This is an optimization exercise on Yosys and OpenROAD, whose aim is small area, a short achievable clock period and few clock cycles per item, not a production implementation.
At most, simulation tests tie the RTL to the original design; equivalence was not proved.

==> run a: inputs <==
==> flow/design.v <==
module aes256_sbox (
    input  wire [7:0] a,
    output wire [7:0] y
);
    wire U0, U1, U2, U3, U4, U5, U6, U7;
    wire T1, T2, T3, T4, T5, T6, T7, T8, T9, T10;
    wire T11, T12, T13, T14, T15, T16, T17, T18, T19, T20;
    wire T21, T22, T23, T24, T25, T26, T27;
    wire M1, M2, M3, M4, M5, M6, M7, M8, M9, M10;
    wire M11, M12, M13, M14, M15, M16, M17, M18, M19, M20;
    wire M21, M22, M23, M24, M25, M26, M27, M28, M29, M30;
    wire M31, M32, M33, M34, M35, M36, M37, M38, M39, M40;
    wire M41, M42, M43, M44, M45, M46, M47, M48, M49, M50;
    wire M51, M52, M53, M54, M55, M56, M57, M58, M59, M60;
    wire M61, M62, M63;
    wire L0, L1, L2, L3, L4, L5, L6, L7, L8, L9;
    wire L10, L11, L12, L13, L14, L15, L16, L17, L18, L19;
    wire L20, L21, L22, L23, L24, L25, L26, L27, L28, L29;
    assign {U0, U1, U2, U3, U4, U5, U6, U7} = a;
    assign T1 = U0 ^ U3;
    assign T2 = U0 ^ U5;
    assign T3 = U0 ^ U6;
    assign T4 = U3 ^ U5;
    assign T5 = U4 ^ U6;
    assign T6 = T1 ^ T5;
    assign T7 = U1 ^ U2;
    assign T8 = U7 ^ T6;
    assign T9 = U7 ^ T7;
    assign T10 = T6 ^ T7;
    assign T11 = U1 ^ U5;
    assign T12 = U2 ^ U5;
    assign T13 = T3 ^ T4;
    assign T14 = T6 ^ T11;
    assign T15 = T5 ^ T11;
    assign T16 = T5 ^ T12;
    assign T17 = T9 ^ T16;
    assign T18 = U3 ^ U7;
    assign T19 = T7 ^ T18;
    assign T20 = T1 ^ T19;
    assign T21 = U6 ^ U7;
    assign T22 = T7 ^ T21;
    assign T23 = T2 ^ T22;
    assign T24 = T2 ^ T10;
    assign T25 = T20 ^ T17;
    assign T26 = T3 ^ T16;
    assign T27 = T1 ^ T12;
    assign M1 = T13 & T6;
    assign M2 = T23 & T8;
    assign M3 = T14 ^ M1;
    assign M4 = T19 & U7;
    assign M5 = M4 ^ M1;
    assign M6 = T3 & T16;
    assign M7 = T22 & T9;
    assign M8 = T26 ^ M6;
    assign M9 = T20 & T17;
    assign M10 = M9 ^ M6;
    assign M11 = T1 & T15;
    assign M12 = T4 & T27;
    assign M13 = M12 ^ M11;
    assign M14 = T2 & T10;
    assign M15 = M14 ^ M11;
    assign M16 = M3 ^ M2;
    assign M17 = M5 ^ T24;
    assign M18 = M8 ^ M7;
    assign M19 = M10 ^ M15;
    assign M20 = M16 ^ M13;
    assign M21 = M17 ^ M15;
    assign M22 = M18 ^ M13;
    assign M23 = M19 ^ T25;
    assign M24 = M22 ^ M23;
    assign M25 = M22 & M20;
    assign M26 = M21 ^ M25;
    assign M27 = M20 ^ M21;
    assign M28 = M23 ^ M25;
    assign M29 = M28 & M27;
    assign M30 = M26 & M24;
    assign M31 = M20 & M23;
    assign M32 = M27 & M31;
    assign M33 = M27 ^ M25;
    assign M34 = M21 & M22;
    assign M35 = M24 & M34;
    assign M36 = M24 ^ M25;
    assign M37 = M21 ^ M29;
    assign M38 = M32 ^ M33;
    assign M39 = M23 ^ M30;
    assign M40 = M35 ^ M36;
    assign M41 = M38 ^ M40;
    assign M42 = M37 ^ M39;
    assign M43 = M37 ^ M38;
    assign M44 = M39 ^ M40;
    assign M45 = M42 ^ M41;
    assign M46 = M44 & T6;
    assign M47 = M40 & T8;
    assign M48 = M39 & U7;
    assign M49 = M43 & T16;
    assign M50 = M38 & T9;
    assign M51 = M37 & T17;
    assign M52 = M42 & T15;
    assign M53 = M45 & T27;
    assign M54 = M41 & T10;
    assign M55 = M44 & T13;
    assign M56 = M40 & T23;
    assign M57 = M39 & T19;
    assign M58 = M43 & T3;
    assign M59 = M38 & T22;
    assign M60 = M37 & T20;
    assign M61 = M42 & T1;
    assign M62 = M45 & T4;
    assign M63 = M41 & T2;
    assign L0 = M61 ^ M62;
    assign L1 = M50 ^ M56;
    assign L2 = M46 ^ M48;
    assign L3 = M47 ^ M55;
    assign L4 = M54 ^ M58;
    assign L5 = M49 ^ M61;
    assign L6 = M62 ^ L5;
    assign L7 = M46 ^ L3;
    assign L8 = M51 ^ M59;
    assign L9 = M52 ^ M53;
    assign L10 = M53 ^ L4;
    assign L11 = M60 ^ L2;
    assign L12 = M48 ^ M51;
    assign L13 = M50 ^ L0;
    assign L14 = M52 ^ M61;
    assign L15 = M55 ^ L1;
    assign L16 = M56 ^ L0;
    assign L17 = M57 ^ L1;
    assign L18 = M58 ^ L8;
    assign L19 = M63 ^ L4;
    assign L20 = L0 ^ L1;
    assign L21 = L1 ^ L7;
    assign L22 = L3 ^ L12;
    assign L23 = L18 ^ L2;
    assign L24 = L15 ^ L9;
    assign L25 = L6 ^ L10;
    assign L26 = L7 ^ L9;
    assign L27 = L8 ^ L10;
    assign L28 = L11 ^ L14;
    assign L29 = L11 ^ L17;
    assign y[7] = L6 ^ L24;
    assign y[6] = ~(L16 ^ L26);
    assign y[5] = ~(L19 ^ L28);
    assign y[4] = L6 ^ L21;
    assign y[3] = L20 ^ L22;
    assign y[2] = L25 ^ L29;
    assign y[1] = ~(L13 ^ L27);
    assign y[0] = ~(L6 ^ L23);
endmodule
module aes256_core (
    input  wire         clk,
    input  wire         rst,       
    input  wire         start,     
    input  wire [255:0] key,
    input  wire [127:0] block,
    output wire         ready,
    output reg          done,      
    output wire [127:0] result     
);
    reg  [127:0] state;
    reg  [255:0] kwin;      
    reg  [3:0]   round;     
    reg          busy;
    assign ready  = !busy;
    assign result = state;
    wire [127:0] sub;
    genvar i;
    generate
        for (i = 0; i < 16; i = i + 1) begin : g_sbox
            aes256_sbox u_sbox (
                .a(state[127 - 8*i -: 8]),
                .y(sub[127 - 8*i -: 8])
            );
        end
    endgenerate
    wire [127:0] shifted;
    genvar c, r;
    generate
        for (c = 0; c < 4; c = c + 1) begin : g_col
            for (r = 0; r < 4; r = r + 1) begin : g_row
                assign shifted[127 - 8*(4*c + r) -: 8] =
                    sub[127 - 8*(4*((c + r) % 4) + r) -: 8];
            end
        end
    endgenerate
    function [7:0] xtime;
        input [7:0] v;
        xtime = {v[6:0], 1'b0} ^ (v[7] ? 8'h1b : 8'h00);
    endfunction
    function [31:0] mix_column;
        input [31:0] col;
        reg [7:0] a0, a1, a2, a3;
        begin
            a0 = col[31:24];
            a1 = col[23:16];
            a2 = col[15:8];
            a3 = col[7:0];
            mix_column[31:24] = xtime(a0 ^ a1) ^ a1 ^ a2 ^ a3;
            mix_column[23:16] = xtime(a1 ^ a2) ^ a0 ^ a2 ^ a3;
            mix_column[15:8]  = xtime(a2 ^ a3) ^ a0 ^ a1 ^ a3;
            mix_column[7:0]   = xtime(a3 ^ a0) ^ a0 ^ a1 ^ a2;
        end
    endfunction
    wire [127:0] mixed = {mix_column(shifted[127:96]), mix_column(shifted[95:64]),
                          mix_column(shifted[63:32]),  mix_column(shifted[31:0])};
    wire         last_round = (round == 4'd14);
    wire [127:0] round_key  = kwin[127:0];
    wire [127:0] next_state = (last_round ? shifted : mixed) ^ round_key;
    wire [31:0] last_word = kwin[31:0];
    wire [31:0] sw_in = round[0] ? {last_word[23:0], last_word[31:24]} : last_word;
    wire [31:0] sw_out;
    generate
        for (i = 0; i < 4; i = i + 1) begin : g_ksbox
            aes256_sbox u_sbox (
                .a(sw_in[31 - 8*i -: 8]),
                .y(sw_out[31 - 8*i -: 8])
            );
        end
    endgenerate
    wire [7:0]  rcon = round[0] ? (8'h01 << round[3:1]) : 8'h00;
    wire [31:0] temp = sw_out ^ {rcon, 24'h000000};
    wire [31:0] nw0 = kwin[255:224] ^ temp;
    wire [31:0] nw1 = kwin[223:192] ^ nw0;
    wire [31:0] nw2 = kwin[191:160] ^ nw1;
    wire [31:0] nw3 = kwin[159:128] ^ nw2;
    always @(posedge clk) begin
        if (busy) begin
            state <= next_state;
            kwin  <= {kwin[127:0], nw0, nw1, nw2, nw3};
            round <= round + 4'd1;
        end else begin
            state <= block ^ key[255:128];
            kwin  <= key;
            round <= 4'd1;
        end
    end
    always @(posedge clk) begin
        if (rst) begin
            busy <= 1'b0;
            done <= 1'b0;
        end else begin
            done <= busy && last_round;
            if (busy)
                busy <= !last_round;
            else
                busy <= start;
        end
    end
endmodule
==> flow/run.sh <==
#!/bin/bash
# synth_recipe.tcl (not shown) runs the flow's synth.tcl, then flattens the netlist and writes it again
# the make line also repeats each setting of config.mk as NAME=value (left out here)
make -C /OpenROAD-flow-scripts/flow DESIGN_CONFIG=/design/flow/config.mk WORK_HOME=/design/flow/orfs CLKGATE_MAP_FILE= SYNTH_SCRIPT=/design/flow/synth_recipe.tcl finish
==> flow/config.mk <==
export PLATFORM = sky130hd
export DESIGN_NAME = aes256_core
export DESIGN_NICKNAME = aes256_core
export VERILOG_FILES = /design/flow/design.v
export SDC_FILE = /design/flow/constraint.sdc
export NUM_CORES = 4
export LEC_CHECK = 0
export ABC_AREA = 1
export CAP_MARGIN = 20
export CORE_MARGIN = 2
export CORE_UTILIZATION = 30
export PLACE_DENSITY = 0.45
export SLEW_MARGIN = 20
==> flow/constraint.sdc <==
create_clock -name core_clock -period 7.0 [get_ports {clk}]
set_input_delay 1.4000 -clock core_clock [delete_from_list [all_inputs] [get_ports {clk}]]
set_output_delay 1.4000 -clock core_clock [all_outputs]
set_load 0.01 [all_outputs]
==> run b: changes against run a <==
--- a/flow/design.v
+++ b/flow/design.v
@@ -155,11 +155,17 @@
     output wire         ready,
-    output reg          done,      
+    output wire         done,      
     output wire [127:0] result     
 );
-    reg  [127:0] state;
-    reg  [255:0] kwin;      
-    reg  [3:0]   round;     
-    reg          busy;
-    assign ready  = !busy;
-    assign result = state;
+    reg  [127:0] s1;
+    reg  [255:0] k1;
+    reg  [3:0]   r1;
+    reg          v1;
+    reg  [127:0] s2;
+    reg  [255:0] k2;
+    reg  [31:0]  t2;
+    reg  [3:0]   r2;
+    reg          v2;
+    wire last2 = (r2 == 4'd14);
+    assign ready = !(v2 && !last2);
+    assign done  = v2 && last2;
     wire [127:0] sub;
@@ -169,4 +175,15 @@
             aes256_sbox u_sbox (
-                .a(state[127 - 8*i -: 8]),
+                .a(s1[127 - 8*i -: 8]),
                 .y(sub[127 - 8*i -: 8])
+            );
+        end
+    endgenerate
+    wire [31:0] last_word = k1[31:0];
+    wire [31:0] sw_in = r1[0] ? {last_word[23:0], last_word[31:24]} : last_word;
+    wire [31:0] sw_out;
+    generate
+        for (i = 0; i < 4; i = i + 1) begin : g_ksbox
+            aes256_sbox u_sbox (
+                .a(sw_in[31 - 8*i -: 8]),
+                .y(sw_out[31 - 8*i -: 8])
             );
@@ -180,3 +197,3 @@
                 assign shifted[127 - 8*(4*c + r) -: 8] =
-                    sub[127 - 8*(4*((c + r) % 4) + r) -: 8];
+                    s2[127 - 8*(4*((c + r) % 4) + r) -: 8];
             end
@@ -204,31 +221,26 @@
                           mix_column(shifted[63:32]),  mix_column(shifted[31:0])};
-    wire         last_round = (round == 4'd14);
-    wire [127:0] round_key  = kwin[127:0];
-    wire [127:0] next_state = (last_round ? shifted : mixed) ^ round_key;
-    wire [31:0] last_word = kwin[31:0];
-    wire [31:0] sw_in = round[0] ? {last_word[23:0], last_word[31:24]} : last_word;
-    wire [31:0] sw_out;
-    generate
-        for (i = 0; i < 4; i = i + 1) begin : g_ksbox
-            aes256_sbox u_sbox (
-                .a(sw_in[31 - 8*i -: 8]),
-                .y(sw_out[31 - 8*i -: 8])
-            );
-        end
-    endgenerate
-    wire [7:0]  rcon = round[0] ? (8'h01 << round[3:1]) : 8'h00;
-    wire [31:0] temp = sw_out ^ {rcon, 24'h000000};
-    wire [31:0] nw0 = kwin[255:224] ^ temp;
-    wire [31:0] nw1 = kwin[223:192] ^ nw0;
-    wire [31:0] nw2 = kwin[191:160] ^ nw1;
-    wire [31:0] nw3 = kwin[159:128] ^ nw2;
+    wire [127:0] round_key = k2[127:0];
+    wire [127:0] round_out = mixed ^ round_key;
+    assign result = shifted ^ round_key;
+    wire [7:0]  rcon = r2[0] ? (8'h01 << r2[3:1]) : 8'h00;
+    wire [31:0] temp = t2 ^ {rcon, 24'h000000};
+    wire [31:0] nw0 = k2[255:224] ^ temp;
+    wire [31:0] nw1 = k2[223:192] ^ nw0;
+    wire [31:0] nw2 = k2[191:160] ^ nw1;
+    wire [31:0] nw3 = k2[159:128] ^ nw2;
+    wire cont = v2 && !last2;       
+    wire load = !cont && start;     
     always @(posedge clk) begin
-        if (busy) begin
-            state <= next_state;
-            kwin  <= {kwin[127:0], nw0, nw1, nw2, nw3};
-            round <= round + 4'd1;
+        s2 <= sub;
+        k2 <= k1;
+        t2 <= sw_out;
+        r2 <= r1;
+        if (cont) begin
+            s1 <= round_out;
+            k1 <= {k2[127:0], nw0, nw1, nw2, nw3};
+            r1 <= r2 + 4'd1;
         end else begin
-            state <= block ^ key[255:128];
-            kwin  <= key;
-            round <= 4'd1;
+            s1 <= block ^ key[255:128];
+            k1 <= key;
+            r1 <= 4'd1;
         end
@@ -237,10 +249,7 @@
         if (rst) begin
-            busy <= 1'b0;
-            done <= 1'b0;
+            v1 <= 1'b0;
+            v2 <= 1'b0;
         end else begin
-            done <= busy && last_round;
-            if (busy)
-                busy <= !last_round;
-            else
-                busy <= start;
+            v2 <= v1;
+            v1 <= cont || load;
         end
SETUP_SLACK_MARGIN = 3.5   (was not set)
==> run c: changes against run a <==
--- a/flow/design.v
+++ b/flow/design.v
@@ -155,11 +155,17 @@
     output wire         ready,
-    output reg          done,      
+    output wire         done,      
     output wire [127:0] result     
 );
-    reg  [127:0] state;
-    reg  [255:0] kwin;      
-    reg  [3:0]   round;     
-    reg          busy;
-    assign ready  = !busy;
-    assign result = state;
+    reg  [127:0] s1;
+    reg  [255:0] k1;
+    reg  [3:0]   r1;
+    reg          v1;
+    reg  [127:0] s2;
+    reg  [255:0] k2;
+    reg  [31:0]  t2;
+    reg  [3:0]   r2;
+    reg          v2;
+    wire last2 = (r2 == 4'd14);
+    assign ready = !(v2 && !last2);
+    assign done  = v2 && last2;
     wire [127:0] sub;
@@ -169,4 +175,14 @@
             aes256_sbox u_sbox (
-                .a(state[127 - 8*i -: 8]),
+                .a(s1[127 - 8*i -: 8]),
                 .y(sub[127 - 8*i -: 8])
+            );
+        end
+    endgenerate
+    wire [31:0] sw_in = k1[31:0];
+    wire [31:0] sw_out;
+    generate
+        for (i = 0; i < 4; i = i + 1) begin : g_ksbox
+            aes256_sbox u_sbox (
+                .a(sw_in[31 - 8*i -: 8]),
+                .y(sw_out[31 - 8*i -: 8])
             );
@@ -180,3 +196,3 @@
                 assign shifted[127 - 8*(4*c + r) -: 8] =
-                    sub[127 - 8*(4*((c + r) % 4) + r) -: 8];
+                    s2[127 - 8*(4*((c + r) % 4) + r) -: 8];
             end
@@ -204,31 +220,30 @@
                           mix_column(shifted[63:32]),  mix_column(shifted[31:0])};
-    wire         last_round = (round == 4'd14);
-    wire [127:0] round_key  = kwin[127:0];
-    wire [127:0] next_state = (last_round ? shifted : mixed) ^ round_key;
-    wire [31:0] last_word = kwin[31:0];
-    wire [31:0] sw_in = round[0] ? {last_word[23:0], last_word[31:24]} : last_word;
-    wire [31:0] sw_out;
-    generate
-        for (i = 0; i < 4; i = i + 1) begin : g_ksbox
-            aes256_sbox u_sbox (
-                .a(sw_in[31 - 8*i -: 8]),
-                .y(sw_out[31 - 8*i -: 8])
-            );
-        end
-    endgenerate
-    wire [7:0]  rcon = round[0] ? (8'h01 << round[3:1]) : 8'h00;
-    wire [31:0] temp = sw_out ^ {rcon, 24'h000000};
-    wire [31:0] nw0 = kwin[255:224] ^ temp;
-    wire [31:0] nw1 = kwin[223:192] ^ nw0;
-    wire [31:0] nw2 = kwin[191:160] ^ nw1;
-    wire [31:0] nw3 = kwin[159:128] ^ nw2;
+    wire [127:0] round_key = k2[127:0];
+    wire [127:0] round_out = mixed ^ round_key;
+    assign result = shifted ^ round_key;
+    wire [7:0]  rcon = 8'h01 << r2[3:1];
+    wire [31:0] temp = r2[0] ? ({t2[23:0], t2[31:24]} ^ {rcon, 24'h000000}) : t2;
+    wire [31:0] p0 = k2[255:224];
+    wire [31:0] p1 = p0 ^ k2[223:192];
+    wire [31:0] p2 = p1 ^ k2[191:160];
+    wire [31:0] p3 = p2 ^ k2[159:128];
+    wire [31:0] nw0 = p0 ^ temp;
+    wire [31:0] nw1 = p1 ^ temp;
+    wire [31:0] nw2 = p2 ^ temp;
+    wire [31:0] nw3 = p3 ^ temp;
+    wire cont = v2 && !last2;       
+    wire load = !cont && start;     
     always @(posedge clk) begin
-        if (busy) begin
-            state <= next_state;
-            kwin  <= {kwin[127:0], nw0, nw1, nw2, nw3};
-            round <= round + 4'd1;
+        s2 <= sub;
+        k2 <= k1;
+        t2 <= sw_out;
+        r2 <= r1;
+        if (cont) begin
+            s1 <= round_out;
+            k1 <= {k2[127:0], nw0, nw1, nw2, nw3};
+            r1 <= r2 + 4'd1;
         end else begin
-            state <= block ^ key[255:128];
-            kwin  <= key;
-            round <= 4'd1;
+            s1 <= block ^ key[255:128];
+            k1 <= key;
+            r1 <= 4'd1;
         end
@@ -237,10 +252,7 @@
         if (rst) begin
-            busy <= 1'b0;
-            done <= 1'b0;
+            v1 <= 1'b0;
+            v2 <= 1'b0;
         end else begin
-            done <= busy && last_round;
-            if (busy)
-                busy <= !last_round;
-            else
-                busy <= start;
+            v2 <= v1;
+            v1 <= cont || load;
         end
SETUP_SLACK_MARGIN = 3.5   (was not set)
==> comparison table <==
                                                                                       run a         run c                     run b
Worst hold endpoint                                                                 kwin[16]       k2[183]                   k2[236]
Drt wl/cell                                                                          21.3 um       20.5 um                   20.4 um
Number of optimization iterations in the first detailed-route pass                         8             6                         6
Number of global-route vias before repair                                             66,765        61,713                    55,591
Library cell appearing most often on the critical path              sky130_fd_sc_hd__nand2_1             -  sky130_fd_sc_hd__nand2_1
Global Route met2 Usage                                                                49.7%         41.5%                     43.0%
Area Overhead vs Synth                                                                 17.3%         34.4%                     45.2%
Adder-Cell Fraction of Synth Area                                                     0.892%        0.832%                    0.889%
Cell area after placement                                                        66,800 um^2   71,200 um^2               67,100 um^2
Netlist cell types                                                                        54            45                        46
Minimum setup slack after placement                                                 0.662 ns       2.17 ns                   2.32 ns
Worst R2R Path Depth                                                                      28            22                        27
Number of clock buffers in the layout                                                     75           122                       119
Initial detailed-routing violation count                                               6,140         5,018                     3,148
FF+latch count, synth                                                                    390           810                       810
Worst Setup SP                                                                     state[44]        s2[80]                     r1[0]
Clock latency reported for the late side of the worst-skew pair                      0.74 ns       0.76 ns                   0.74 ns
Run status                                                  no timing/DRC/antenna violations  no timing/DRC/antenna violations  no timing/DRC/antenna violations
Setup CP Type                                                                     reg -> reg    reg -> out                reg -> reg
GRT Overall Usage                                                                      30.1%         25.4%                     24.3%
Die Outline Area                                                                200,000 um^2  214,000 um^2              201,000 um^2
Post-route fraction of the period consumed by the critical path                        91.1%         49.5%                     55.4%
Row count                                                                                162           168                       162
Testbench counts of run a, summed over its fixed seeds: cycles 12,008, items 800.
Function not checked in run b and run c: the RTL went through the layout flow alone.

==> what the ideal ports hide <==
Ports are ideal in the flow. The routed layouts listed here were re-timed in OpenROAD. Step 1 sets driving cells, clkbuf_16 on the clock port and buf_2 on the other inputs (assumed; they add their load-dependent delay and slew). Step 2, shift: input delay + t, output delay - t, t = (earliest + latest rising clock arrival at the registers) / 2. This alone moves slack from input paths to output paths. Slacks: ideal / step 1 / step 2; pairs: ideal / step 1.
run	t, ns	setup WS [ns]	worst data-port slew with drivers (ns)
run a	0.797	0.624 / 0.624 / 0.624	0.26
run b	0.806	3.125 / 3.125 / 3.125	0.16
run c	0.811	3.533 / 3.454 / 3.606	0.12
After both steps every run listed still meets setup and hold.
